From an optimization exercise on the open Yosys and OpenROAD flow, aimed at small area, a short achievable clock period and few clock cycles; shortcuts taken in it are not production practice. Function not checked in this run: the RTL went through the layout flow alone.

### flow/config.mk
export PLATFORM = sky130hd
export DESIGN_NAME = sha256_engine
export DESIGN_NICKNAME = sha256_engine
export VERILOG_FILES = /design/flow/design.v
export SDC_FILE = /design/flow/constraint.sdc
export NUM_CORES = 4
export LEC_CHECK = 0
export CAP_MARGIN = 20
export CORE_MARGIN = 2
export CORE_UTILIZATION = 40
export PLACE_DENSITY = 0.6
export SLEW_MARGIN = 20
export SYNTH_HIERARCHICAL = 1
export SYNTH_MINIMUM_KEEP_SIZE = 0
### flow/constraint.sdc
create_clock -name core_clock -period 11.0 [get_ports {clk}]
set_input_delay 2.2000 -clock core_clock [delete_from_list [all_inputs] [get_ports {clk}]]
set_output_delay 2.2000 -clock core_clock [all_outputs]
set_load 0.01 [all_outputs]
### flow/standard.sh
#!/bin/bash
# synth_recipe.tcl (not shown) runs the flow's synth.tcl, then flattens the netlist and writes it again
# the make line also repeats each setting of config.mk as NAME=value (left out here)
make -C /OpenROAD-flow-scripts/flow DESIGN_CONFIG=/design/flow/config.mk WORK_HOME=/design/flow/orfs CLKGATE_MAP_FILE= SYNTH_SCRIPT=/design/flow/synth_recipe.tcl "${@:-finish}"
### flow/design.v
module sha256_engine (
    input  wire         clk,
    input  wire         rst,           
    input  wire         blk_valid,
    output wire         blk_ready,
    input  wire         blk_first,     
    input  wire [511:0] blk_data,      
    output reg          dig_valid,
    output wire [255:0] digest         
);
    localparam [31:0] IV0 = 32'h6A09E667, IV1 = 32'hBB67AE85, IV2 = 32'h3C6EF372, IV3 = 32'hA54FF53A,
                      IV4 = 32'h510E527F, IV5 = 32'h9B05688C, IV6 = 32'h1F83D9AB, IV7 = 32'h5BE0CD19;
    reg  [5:0]  kaddr;
    reg  [31:0] k_rom, k_q;
    always @(*) begin
        case (kaddr)
             0: k_rom = 32'h428A2F98;   1: k_rom = 32'h71374491;   2: k_rom = 32'hB5C0FBCF;   3: k_rom = 32'hE9B5DBA5;
             4: k_rom = 32'h3956C25B;   5: k_rom = 32'h59F111F1;   6: k_rom = 32'h923F82A4;   7: k_rom = 32'hAB1C5ED5;
             8: k_rom = 32'hD807AA98;   9: k_rom = 32'h12835B01;  10: k_rom = 32'h243185BE;  11: k_rom = 32'h550C7DC3;
            12: k_rom = 32'h72BE5D74;  13: k_rom = 32'h80DEB1FE;  14: k_rom = 32'h9BDC06A7;  15: k_rom = 32'hC19BF174;
            16: k_rom = 32'hE49B69C1;  17: k_rom = 32'hEFBE4786;  18: k_rom = 32'h0FC19DC6;  19: k_rom = 32'h240CA1CC;
            20: k_rom = 32'h2DE92C6F;  21: k_rom = 32'h4A7484AA;  22: k_rom = 32'h5CB0A9DC;  23: k_rom = 32'h76F988DA;
            24: k_rom = 32'h983E5152;  25: k_rom = 32'hA831C66D;  26: k_rom = 32'hB00327C8;  27: k_rom = 32'hBF597FC7;
            28: k_rom = 32'hC6E00BF3;  29: k_rom = 32'hD5A79147;  30: k_rom = 32'h06CA6351;  31: k_rom = 32'h14292967;
            32: k_rom = 32'h27B70A85;  33: k_rom = 32'h2E1B2138;  34: k_rom = 32'h4D2C6DFC;  35: k_rom = 32'h53380D13;
            36: k_rom = 32'h650A7354;  37: k_rom = 32'h766A0ABB;  38: k_rom = 32'h81C2C92E;  39: k_rom = 32'h92722C85;
            40: k_rom = 32'hA2BFE8A1;  41: k_rom = 32'hA81A664B;  42: k_rom = 32'hC24B8B70;  43: k_rom = 32'hC76C51A3;
            44: k_rom = 32'hD192E819;  45: k_rom = 32'hD6990624;  46: k_rom = 32'hF40E3585;  47: k_rom = 32'h106AA070;
            48: k_rom = 32'h19A4C116;  49: k_rom = 32'h1E376C08;  50: k_rom = 32'h2748774C;  51: k_rom = 32'h34B0BCB5;
            52: k_rom = 32'h391C0CB3;  53: k_rom = 32'h4ED8AA4A;  54: k_rom = 32'h5B9CCA4F;  55: k_rom = 32'h682E6FF3;
            56: k_rom = 32'h748F82EE;  57: k_rom = 32'h78A5636F;  58: k_rom = 32'h84C87814;  59: k_rom = 32'h8CC70208;
            60: k_rom = 32'h90BEFFFA;  61: k_rom = 32'hA4506CEB;  62: k_rom = 32'hBEF9A3F7;  63: k_rom = 32'hC67178F2;
            default: k_rom = 32'h00000000;
        endcase
    end
    reg  [5:0]  t;
    function [31:0] rotr(input [31:0] x, input integer n);
        rotr = (x >> n) | (x << (32 - n));
    endfunction
    function [31:0] big_sigma0(input [31:0] x);
        big_sigma0 = rotr(x, 2) ^ rotr(x, 13) ^ rotr(x, 22);
    endfunction
    function [31:0] big_sigma1(input [31:0] x);
        big_sigma1 = rotr(x, 6) ^ rotr(x, 11) ^ rotr(x, 25);
    endfunction
    function [31:0] small_sigma0(input [31:0] x);
        small_sigma0 = rotr(x, 7) ^ rotr(x, 18) ^ (x >> 3);
    endfunction
    function [31:0] small_sigma1(input [31:0] x);
        small_sigma1 = rotr(x, 17) ^ rotr(x, 19) ^ (x >> 10);
    endfunction
    function [31:0] csa_s(input [31:0] x, input [31:0] y, input [31:0] z);
        csa_s = x ^ y ^ z;
    endfunction
    function [31:0] csa_c(input [31:0] x, input [31:0] y, input [31:0] z);
        csa_c = {((x[30:0] & y[30:0]) | (x[30:0] & z[30:0]) | (y[30:0] & z[30:0])), 1'b0};
    endfunction
    reg  idle, pre0, pre1, pre2, ld, run;
    reg  fin;         
    reg  go;          
    reg  init_iv;     
    reg  first_cur;   
    reg  h_iv;        
    reg  rot;         
    reg  ffg;         
    reg  use_sch;     
    reg  rdy;
    reg  [3:0] wsel;  
    reg  n_idle, n_pre0, n_pre1, n_pre2, n_ld, n_run, n_fin, n_go;
    reg  [5:0] n_t;
    always @(*) begin
        n_idle = 1'b0; n_pre0 = 1'b0; n_pre1 = 1'b0; n_pre2 = 1'b0; n_ld = 1'b0; n_run = 1'b0;
        n_fin = fin; n_go = go; n_t = t;
        if (idle) begin
            if (blk_valid) n_pre0 = 1'b1; else n_idle = 1'b1;
        end
        if (pre0) n_pre1 = 1'b1;
        if (pre1) n_pre2 = 1'b1;
        if (pre2) begin n_ld = 1'b1; n_fin = 1'b0; n_go = 1'b1; end
        if (ld) begin
            if (go) begin n_run = 1'b1; n_t = 6'd0; end
            else n_idle = 1'b1;
        end
        if (run) begin
            if (t == 6'd63) begin n_ld = 1'b1; n_fin = 1'b1; n_go = blk_valid; end
            else begin n_run = 1'b1; n_t = t + 6'd1; end
        end
    end
    wire n_fetch0 = n_pre2 || (n_run && n_t == 6'd63);
    assign blk_ready = rdy;
    reg  [31:0] a, b, c, d, e, f, g, x;
    reg  [31:0] w [0:15];
    reg  [31:0] hc [0:7];    
    genvar gi;
    generate
        for (gi = 0; gi < 8; gi = gi + 1) begin : g_dig
            assign digest[255 - 32*gi -: 32] = hc[gi];
        end
    endgenerate
    wire [31:0] s1  = big_sigma1(e);
    wire [31:0] ch  = (e & f) ^ (~e & g);
    wire [31:0] s0  = big_sigma0(a);
    wire [31:0] maj = (a & b) | (a & c) | (b & c);
    wire [31:0] a1s = csa_s(x, ch, maj),   a1c = csa_c(x, ch, maj);
    wire [31:0] a2s = csa_s(s0, s1, a1s),  a2c = csa_c(s0, s1, a1s);
    wire [31:0] a3s = csa_s(a2s, a2c, a1c), a3c = csa_c(a2s, a2c, a1c);
    wire [31:0] a_nxt;
    sha256_cpa32 u_cpa_a (.x(a3s), .y(a3c), .s(a_nxt));
    wire [31:0] e1s = csa_s(x, ch, d),     e1c = csa_c(x, ch, d);
    wire [31:0] e2s = csa_s(e1s, e1c, s1), e2c = csa_c(e1s, e1c, s1);
    wire [31:0] e_nxt;
    sha256_cpa32 u_cpa_e (.x(e2s), .y(e2c), .s(e_nxt));
    reg [31:0] iv_a, iv_e;
    always @(*) begin
        if (ld) begin
            iv_a = IV0; iv_e = IV4;
        end else begin
            case (t[1:0])
                2'd1:    begin iv_a = IV3; iv_e = IV7; end
                2'd2:    begin iv_a = IV2; iv_e = IV6; end
                default: begin iv_a = IV1; iv_e = IV5; end
            endcase
        end
    end
    wire        base_iv = first_cur && ffg;
    wire [31:0] base_a = base_iv ? iv_a : hc[3];
    wire [31:0] base_e = base_iv ? iv_e : hc[7];
    wire [31:0] sum_a  = base_a + (ffg ? a : 32'd0);
    wire [31:0] sum_e  = base_e + (ffg ? e : 32'd0);
    wire [31:0] w_blk = blk_data[511 - 32*wsel -: 32];
    wire [31:0] ws1s = csa_s(small_sigma1(w[14]), w[9], small_sigma0(w[1]));
    wire [31:0] ws1c = csa_c(small_sigma1(w[14]), w[9], small_sigma0(w[1]));
    wire [31:0] ws2s = csa_s(ws1s, ws1c, w[0]), ws2c = csa_c(ws1s, ws1c, w[0]);
    wire [31:0] w_sch = ws2s + ws2c;
    wire [31:0] w_in = use_sch ? w_sch : w_blk;
    wire        fetch0  = pre2 || (run && t == 6'd63);
    wire        init_nx = blk_first || (h_iv && pre2);
    wire [31:0] x1s = csa_s(g, k_q, w[15]), x1c = csa_c(g, k_q, w[15]);
    wire [31:0] x_nxt = x1s + x1c;
    integer i;
    always @(posedge clk) begin
        x <= x_nxt;
        if (ld) begin
            a <= init_iv ? IV0 : sum_a;
            b <= init_iv ? IV1 : hc[0];
            c <= init_iv ? IV2 : hc[1];
            d <= init_iv ? IV3 : hc[2];
            e <= init_iv ? IV4 : sum_e;
            f <= init_iv ? IV5 : hc[4];
            g <= init_iv ? IV6 : hc[5];
        end else begin
            a <= a_nxt; b <= a; c <= b; d <= c;
            e <= e_nxt; f <= e;
            g <= fetch0 ? (init_nx ? IV7 : hc[5]) : f;
        end
        for (i = 0; i < 15; i = i + 1)
            w[i] <= w[i + 1];
        w[15] <= w_in;
        if (rot) begin
            hc[0] <= sum_a; hc[1] <= hc[0]; hc[2] <= hc[1]; hc[3] <= hc[2];
            hc[4] <= sum_e; hc[5] <= hc[4]; hc[6] <= hc[5]; hc[7] <= hc[6];
        end
        if (rst) begin
            idle <= 1'b1; pre0 <= 1'b0; pre1 <= 1'b0; pre2 <= 1'b0; ld <= 1'b0; run <= 1'b0;
            t         <= 6'd63;
            fin       <= 1'b0;
            go        <= 1'b0;
            h_iv      <= 1'b1;
            rot       <= 1'b0;
            rdy       <= 1'b0;
            dig_valid <= 1'b0;
        end else begin
            idle <= n_idle; pre0 <= n_pre0; pre1 <= n_pre1; pre2 <= n_pre2; ld <= n_ld; run <= n_run;
            t <= n_t; fin <= n_fin; go <= n_go;
            rot <= n_pre0 || n_pre1 || n_pre2 || n_ld
                   || (n_run && (n_t == 6'd61 || n_t == 6'd62 || n_t == 6'd63));
            rdy <= n_run && (n_t == 6'd13);
            dig_valid <= ld && fin;
            if (ld && fin) h_iv <= 1'b0;
        end
        ffg     <= n_run || (n_ld && n_fin);
        use_sch <= n_run && (n_t >= 6'd14) && (n_t != 6'd63);
        wsel    <= n_fetch0 ? 4'd0 : n_ld ? 4'd1 : n_t[3:0] + 4'd2;
        kaddr   <= n_fetch0 ? 6'd0 : n_ld ? 6'd1 : n_t + 6'd2;
        k_q     <= k_rom;
        if (fetch0) init_iv <= init_nx;
        if (ld && go) first_cur <= init_iv;
    end
endmodule
module sha256_cpa32 (
    input  wire [31:0] x,
    input  wire [31:0] y,
    output wire [31:0] s
);
    wire [31:0] g0 = x & y;
    wire [31:0] p0 = x ^ y;
    wire g1 = g0[1] | (p0[1] & g0[0]);
    wire p1 = p0[1] & p0[0];
    wire g2 = g0[3] | (p0[3] & g0[2]);
    wire p2 = p0[3] & p0[2];
    wire g3 = g0[5] | (p0[5] & g0[4]);
    wire p3 = p0[5] & p0[4];
    wire g4 = g0[7] | (p0[7] & g0[6]);
    wire p4 = p0[7] & p0[6];
    wire g5 = g0[9] | (p0[9] & g0[8]);
    wire p5 = p0[9] & p0[8];
    wire g6 = g0[11] | (p0[11] & g0[10]);
    wire p6 = p0[11] & p0[10];
    wire g7 = g0[13] | (p0[13] & g0[12]);
    wire p7 = p0[13] & p0[12];
    wire g8 = g0[15] | (p0[15] & g0[14]);
    wire p8 = p0[15] & p0[14];
    wire g9 = g0[17] | (p0[17] & g0[16]);
    wire p9 = p0[17] & p0[16];
    wire g10 = g0[19] | (p0[19] & g0[18]);
    wire p10 = p0[19] & p0[18];
    wire g11 = g0[21] | (p0[21] & g0[20]);
    wire p11 = p0[21] & p0[20];
    wire g12 = g0[23] | (p0[23] & g0[22]);
    wire p12 = p0[23] & p0[22];
    wire g13 = g0[25] | (p0[25] & g0[24]);
    wire p13 = p0[25] & p0[24];
    wire g14 = g0[27] | (p0[27] & g0[26]);
    wire p14 = p0[27] & p0[26];
    wire g15 = g0[29] | (p0[29] & g0[28]);
    wire p15 = p0[29] & p0[28];
    wire g16 = g0[31] | (p0[31] & g0[30]);
    wire p16 = p0[31] & p0[30];
    wire g17 = g0[2] | (p0[2] & g1);
    wire p17 = p0[2] & p1;
    wire g18 = g2 | (p2 & g1);
    wire p18 = p2 & p1;
    wire g19 = g0[6] | (p0[6] & g3);
    wire p19 = p0[6] & p3;
    wire g20 = g4 | (p4 & g3);
    wire p20 = p4 & p3;
    wire g21 = g0[10] | (p0[10] & g5);
    wire p21 = p0[10] & p5;
    wire g22 = g6 | (p6 & g5);
    wire p22 = p6 & p5;
    wire g23 = g0[14] | (p0[14] & g7);
    wire p23 = p0[14] & p7;
    wire g24 = g8 | (p8 & g7);
    wire p24 = p8 & p7;
    wire g25 = g0[18] | (p0[18] & g9);
    wire p25 = p0[18] & p9;
    wire g26 = g10 | (p10 & g9);
    wire p26 = p10 & p9;
    wire g27 = g0[22] | (p0[22] & g11);
    wire p27 = p0[22] & p11;
    wire g28 = g12 | (p12 & g11);
    wire p28 = p12 & p11;
    wire g29 = g0[26] | (p0[26] & g13);
    wire p29 = p0[26] & p13;
    wire g30 = g14 | (p14 & g13);
    wire p30 = p14 & p13;
    wire g31 = g0[30] | (p0[30] & g15);
    wire p31 = p0[30] & p15;
    wire g32 = g16 | (p16 & g15);
    wire p32 = p16 & p15;
    wire g33 = g0[4] | (p0[4] & g18);
    wire p33 = p0[4] & p18;
    wire g34 = g3 | (p3 & g18);
    wire p34 = p3 & p18;
    wire g35 = g19 | (p19 & g18);
    wire p35 = p19 & p18;
    wire g36 = g20 | (p20 & g18);
    wire p36 = p20 & p18;
    wire g37 = g0[12] | (p0[12] & g22);
    wire p37 = p0[12] & p22;
    wire g38 = g7 | (p7 & g22);
    wire p38 = p7 & p22;
    wire g39 = g23 | (p23 & g22);
    wire p39 = p23 & p22;
    wire g40 = g24 | (p24 & g22);
    wire p40 = p24 & p22;
    wire g41 = g0[20] | (p0[20] & g26);
    wire p41 = p0[20] & p26;
    wire g42 = g11 | (p11 & g26);
    wire p42 = p11 & p26;
    wire g43 = g27 | (p27 & g26);
    wire p43 = p27 & p26;
    wire g44 = g28 | (p28 & g26);
    wire p44 = p28 & p26;
    wire g45 = g0[28] | (p0[28] & g30);
    wire p45 = p0[28] & p30;
    wire g46 = g15 | (p15 & g30);
    wire p46 = p15 & p30;
    wire g47 = g31 | (p31 & g30);
    wire p47 = p31 & p30;
    wire g48 = g32 | (p32 & g30);
    wire p48 = p32 & p30;
    wire g49 = g0[8] | (p0[8] & g36);
    wire p49 = p0[8] & p36;
    wire g50 = g5 | (p5 & g36);
    wire p50 = p5 & p36;
    wire g51 = g21 | (p21 & g36);
    wire p51 = p21 & p36;
    wire g52 = g22 | (p22 & g36);
    wire p52 = p22 & p36;
    wire g53 = g37 | (p37 & g36);
    wire p53 = p37 & p36;
    wire g54 = g38 | (p38 & g36);
    wire p54 = p38 & p36;
    wire g55 = g39 | (p39 & g36);
    wire p55 = p39 & p36;
    wire g56 = g40 | (p40 & g36);
    wire p56 = p40 & p36;
    wire g57 = g0[24] | (p0[24] & g44);
    wire p57 = p0[24] & p44;
    wire g58 = g13 | (p13 & g44);
    wire p58 = p13 & p44;
    wire g59 = g29 | (p29 & g44);
    wire p59 = p29 & p44;
    wire g60 = g30 | (p30 & g44);
    wire p60 = p30 & p44;
    wire g61 = g45 | (p45 & g44);
    wire p61 = p45 & p44;
    wire g62 = g46 | (p46 & g44);
    wire p62 = p46 & p44;
    wire g63 = g47 | (p47 & g44);
    wire p63 = p47 & p44;
    wire g64 = g48 | (p48 & g44);
    wire p64 = p48 & p44;
    wire g65 = g0[16] | (p0[16] & g56);
    wire p65 = p0[16] & p56;
    wire g66 = g9 | (p9 & g56);
    wire p66 = p9 & p56;
    wire g67 = g25 | (p25 & g56);
    wire p67 = p25 & p56;
    wire g68 = g26 | (p26 & g56);
    wire p68 = p26 & p56;
    wire g69 = g41 | (p41 & g56);
    wire p69 = p41 & p56;
    wire g70 = g42 | (p42 & g56);
    wire p70 = p42 & p56;
    wire g71 = g43 | (p43 & g56);
    wire p71 = p43 & p56;
    wire g72 = g44 | (p44 & g56);
    wire p72 = p44 & p56;
    wire g73 = g57 | (p57 & g56);
    wire p73 = p57 & p56;
    wire g74 = g58 | (p58 & g56);
    wire p74 = p58 & p56;
    wire g75 = g59 | (p59 & g56);
    wire p75 = p59 & p56;
    wire g76 = g60 | (p60 & g56);
    wire p76 = p60 & p56;
    wire g77 = g61 | (p61 & g56);
    wire p77 = p61 & p56;
    wire g78 = g62 | (p62 & g56);
    wire p78 = p62 & p56;
    wire g79 = g63 | (p63 & g56);
    wire p79 = p63 & p56;
    wire g80 = g64 | (p64 & g56);
    wire p80 = p64 & p56;
    wire [31:0] cy = {g79, g78, g77, g76, g75, g74, g73, g72, g71, g70, g69, g68, g67, g66, g65, g56, g55, g54, g53, g52, g51, g50, g49, g36, g35, g34, g33, g18, g17, g1, g0[0], 1'b0};
    assign s = p0 ^ cy;
endmodule
### flow/flow/run.sh
#!/bin/bash
set -euo pipefail
export SETUP_SLACK_MARGIN=6
bash standard.sh > standard_flow.log 2>&1
==> results.sh <==
export IMPL_grt_overflow=0
export IMPL_ant_nets=0
export IMPL_timing_final_max_slew_violations=0
export IMPL_dieWidth_um=372
export IMPL_cts_root_buf="clkbuf_16"
export IMPL_max_freq_mhz=202
export IMPL_drive_gt1_share_pct=7.81
export IMPL_viasPerCell=5.70
export IMPL_gp_congestion=0.998
export IMPL_crit_type="flop to flop"
export IMPL_antenna_found_initial=44
export IMPL_ys_types=93
export IMPL_crit_fanout=40
export IMPL_reg2reg_to="w[15][1]"
export IMPL_holdWs_ns=0.290
export IMPL_die_area_um2=138000
export IMPL_clockBufferDepth=3
export IMPL_place_area_um2=63500
export IMPL_wirelength_mm=243
export IMPL_yosys_area_top_type="dfxtp_1"
export IMPL_syn_cell_area_um2=54000
export IMPL_io_buffers=773
export IMPL_dpl_hpwl_mm=197
export IMPL_worst_slack_ns=6.04
export IMPL_synthTopCellsByArea="dfxtp_1 31%, edfxtp_1 14%, fa_1 9.6%"
export IMPL_clkTransAtPathRegs_ns=0.07
export IMPL_finClkSkew_ns=0.0764
export IMPL_hold_violations=0
export IMPL_route_detailed_drc=0
export IMPL_cts_htree_levels=3
export IMPL_start_kind="flop"
export IMPL_worst_pin_slew_ns=1.27
export IMPL_cp_arrival_ns=5.50
export IMPL_coreArea_um2=134000
export IMPL_crit_required_ns=11.54
export IMPL_outcome="timing/DRC/antenna clean"
export IMPL_die_h_um=372
export IMPL_ys_flop_type="dfxtp_1"
export IMPL_drt_iter0_drc=4766
export IMPL_grt_pass1_vias=40852
export IMPL_min_from="w[10][13]"
export IMPL_avgSynthCellArea_um2=10.9
export IMPL_endpoint_kind="flop"
export IMPL_setup_tns_ns=0
export IMPL_syn_to_final_growth_pct=24.9
export IMPL_yosysWarningCount=9
export IMPL_period_share_pct=45.1
export IMPL_post_route_util_pct=50.4
export IMPL_row_count=134
export IMPL_start_util_pct=40.4
export IMPL_dr_pass1_iters=6
export IMPL_synth_edf_count=258
export IMPL_track_usage_pct=34.5
export IMPL_final_area_um2=67500
export IMPL_holdPathEnd="w[9][13]"
export IMPL_seq_area_frac_synth_pct=44.9
export IMPL_slew_headroom_pct=15.2
export IMPL_synth_async_reset_ratio_pct=0
export IMPL_rsz0062_at_grt="no"
export IMPL_whs_path_depth=0
export IMPL_worstHoldPathType="flop to flop"
export IMPL_synth_cells=4943
export IMPL_num_io_pins=774
export IMPL_cts_tree="done"
export IMPL_clk_latency_ns=0.75
export IMPL_wire_per_inst_um=32.4
export IMPL_cts_made_buffers=103
export IMPL_clock_sinks=1084
export IMPL_via_count=42719
export IMPL_synth_top_area_share_pct=30.6
export IMPL_maxCapViolCount=0
export IMPL_fin_cells=7491
export IMPL_r2r_slack_ns=6.04
export IMPL_nNetsFinal=6601
export IMPL_place_inst=7275
export IMPL_timing_rr_start="wsel[0]"
export IMPL_preCtsSetupSlack_ns=5.06
export IMPL_fin_crit_ns=4.96
export IMPL_finalSetupViolCount=0
export IMPL_r2r_cells=11
export IMPL_ys_ff_latch=1084
export IMPL_grt_first_pass_wirelength_mm=329
export IMPL_grt_max_degree=147
-- critical path: stages, from the launching register on --
cell      delay (ns)
dfxtp_4         0.69
inv_2           0.06
clkbuf_8        0.30
ha_4            0.54
buf_4           0.56
mux4_2          0.34
nor2_1          0.06
a211oi_1        0.67
a21oi_1         0.27
nor2_1          0.44
a21oi_1         0.18
o21ai_0         0.54
-- synthesized netlist by cell type (9+ instances only) --
| cell | n |
|---|---|
| ha_1 | 207 |
| o31ai_1 | 17 |
| o211ai_1 | 41 |
| a311oi_1 | 9 |
| and2_1 | 77 |
| mux2i_1 | 77 |
| nand2b_1 | 35 |
| xor2_1 | 107 |
| nor2b_1 | 36 |
| a21oi_1 | 302 |
| a211oi_1 | 28 |
| nor2_1 | 215 |
| a31oi_1 | 37 |
| or3_1 | 9 |
| o21ai_0 | 229 |
| o21a_1 | 34 |
| nand3_1 | 67 |
| nand2_1 | 313 |
| o221ai_1 | 9 |
| a21o_1 | 105 |
| nand4_1 | 24 |
| o22ai_1 | 14 |
| dfxtp_1 | 826 |
| edfxtp_1 | 258 |
| buf_2 | 15 |
| nor3_1 | 58 |
| mux2_2 | 30 |
| a22oi_1 | 9 |
| o21ai_1 | 24 |
| a221oi_1 | 33 |
| fa_1 | 259 |
| mux4_2 | 103 |
| a22o_1 | 78 |
| o22a_1 | 112 |
| xnor2_1 | 310 |
| o21bai_1 | 14 |
| clkbuf_1 | 219 |
| inv_1 | 384 |
| and3_1 | 29 |
| buf_1 | 28 |
-- modules after synthesis (local to each module, per instance) --
module         times used  cells inside  flip-flops and latches
sha256_cpa32            2           185                       0
sha256_engine           1          4573                    1084
-- what timing repair did --
action	in CTS	in global routing
resized for setup	6	13
hold endpoints to repair	0	0
setup endpoints to repair	29	32
hold buffers	0	0
buffers inserted	2	4
pin swaps	1	2
-- cells in the final DEF (no fill, tap or decap), types with 15 or more instances in the layout --
cell	netlist	routed
o21ai_1	24	24
inv_1	384	384
a211oi_1	28	28
o21a_1	34	34
xnor2_1	310	309
mux2i_1	77	75
a21o_1	105	105
mux4_2	103	103
o22a_1	112	112
nand2_1	313	311
nand3_1	67	67
o21ai_0	229	229
o31ai_1	17	17
dfxtp_1	826	812
nand2b_1	35	35
a22o_1	78	78
o211ai_1	41	41
a31oi_1	37	37
nor3_1	58	54
a221oi_1	33	33
nor2_1	215	213
xor2_1	107	107
clkdlybuf4s50_1	0	773
and3_1	29	29
nor2b_1	36	35
mux2_2	30	30
nand4_1	24	24
clkbuf_8	0	23
buf_4	1	50
edfxtp_1	258	258
ha_1	207	205
clkbuf_1	219	15
fa_1	259	259
clkbuf_16	0	108
a21oi_1	302	299
and2_1	77	77
-- layer usage --
layer  up-vias  GRT usage [%]  wire length, um
met1     21561           50.5           110000
met4        16           6.24             5150
met5         -              0              103
met3       278           9.45            23600
met2      2139           51.3           104000
li1      18725              -                -
-- cell families (layout without fill, tap and decap cells) --
kind of cell               count (synthesis)  after routing  share of synthesized area [%]
AOI/OAI and AO/OA                       1204           1204                           15.1
and+or+nand+nor                          903            903                           7.81
adders and majority gates                470            470                           14.5
buffers and inverters                    654           1419                           4.59
other                                      1             16                        0.00694
xor gates and xnor gates                 417            417                           6.76
muxes                                    210            210                           6.35
DFF                                     1084           1084                           44.9
-- worst max path at each step --
stage / start / end / slack [ns]
2_1_floorplan: a[13] / a[17] / 6.85
3_3_place_gp: wsel[1] / w[15][1] / 5.14
3_5_place_dp: wsel[1] / w[15][1] / 5.06
4_1_cts: wsel[0] / w[15][1] / 5.98
5_1_grt: a[5] / a[29] / 6.00
6_report: wsel[0] / w[15][1] / 6.04
-- layout make-up --
cell class	instances	area, um2
antenna	13	32.5
clock buffer	145	3060
clock inverter	51	708
fill	11998	66300
inverter	391	1470
multi-input combinational	3207	27400
sequential	1084	24300
tap	1768	2210
timing repair buffer	832	8270
-- sequential cells by signal, summed over array words and instances, names as in the netlist, 3 cells and up --
signal,flops
x,32
g,32
kaddr,3
t,6
w,512
k_q,32
hc,256
wsel,3
c,32
f,32
b,32
d,32
a,32
e,32

-- what the ideal ports hide --
How much do the figures lean on ideal ports? The routed layout below was timed once more, with nothing changed but the port constraints. Step 1 sets driving cells, clkbuf_16 on the clock port and buf_2 on the other inputs (assumed; they add their load-dependent delay and slew). Step 2 also shifts input and output timing later by t, the mid clock arrival at the registers, as if the neighbouring blocks saw the same clock. a / b / c = ideal ports / drivers / drivers and shift; a / b = the first two.
shift t [ns]: 0.789
slack for setup (ns): 6.040 / 6.040 / 5.618
latest minus earliest clock arrival (ns): 0.077 / 0.076
worst register clock-pin slew, ns: 0.07 / 0.07
After both steps this run still meets setup and hold. For this run, drivers alone change the setup slack by 0.000 ns; drivers and shift together by -0.422 ns.
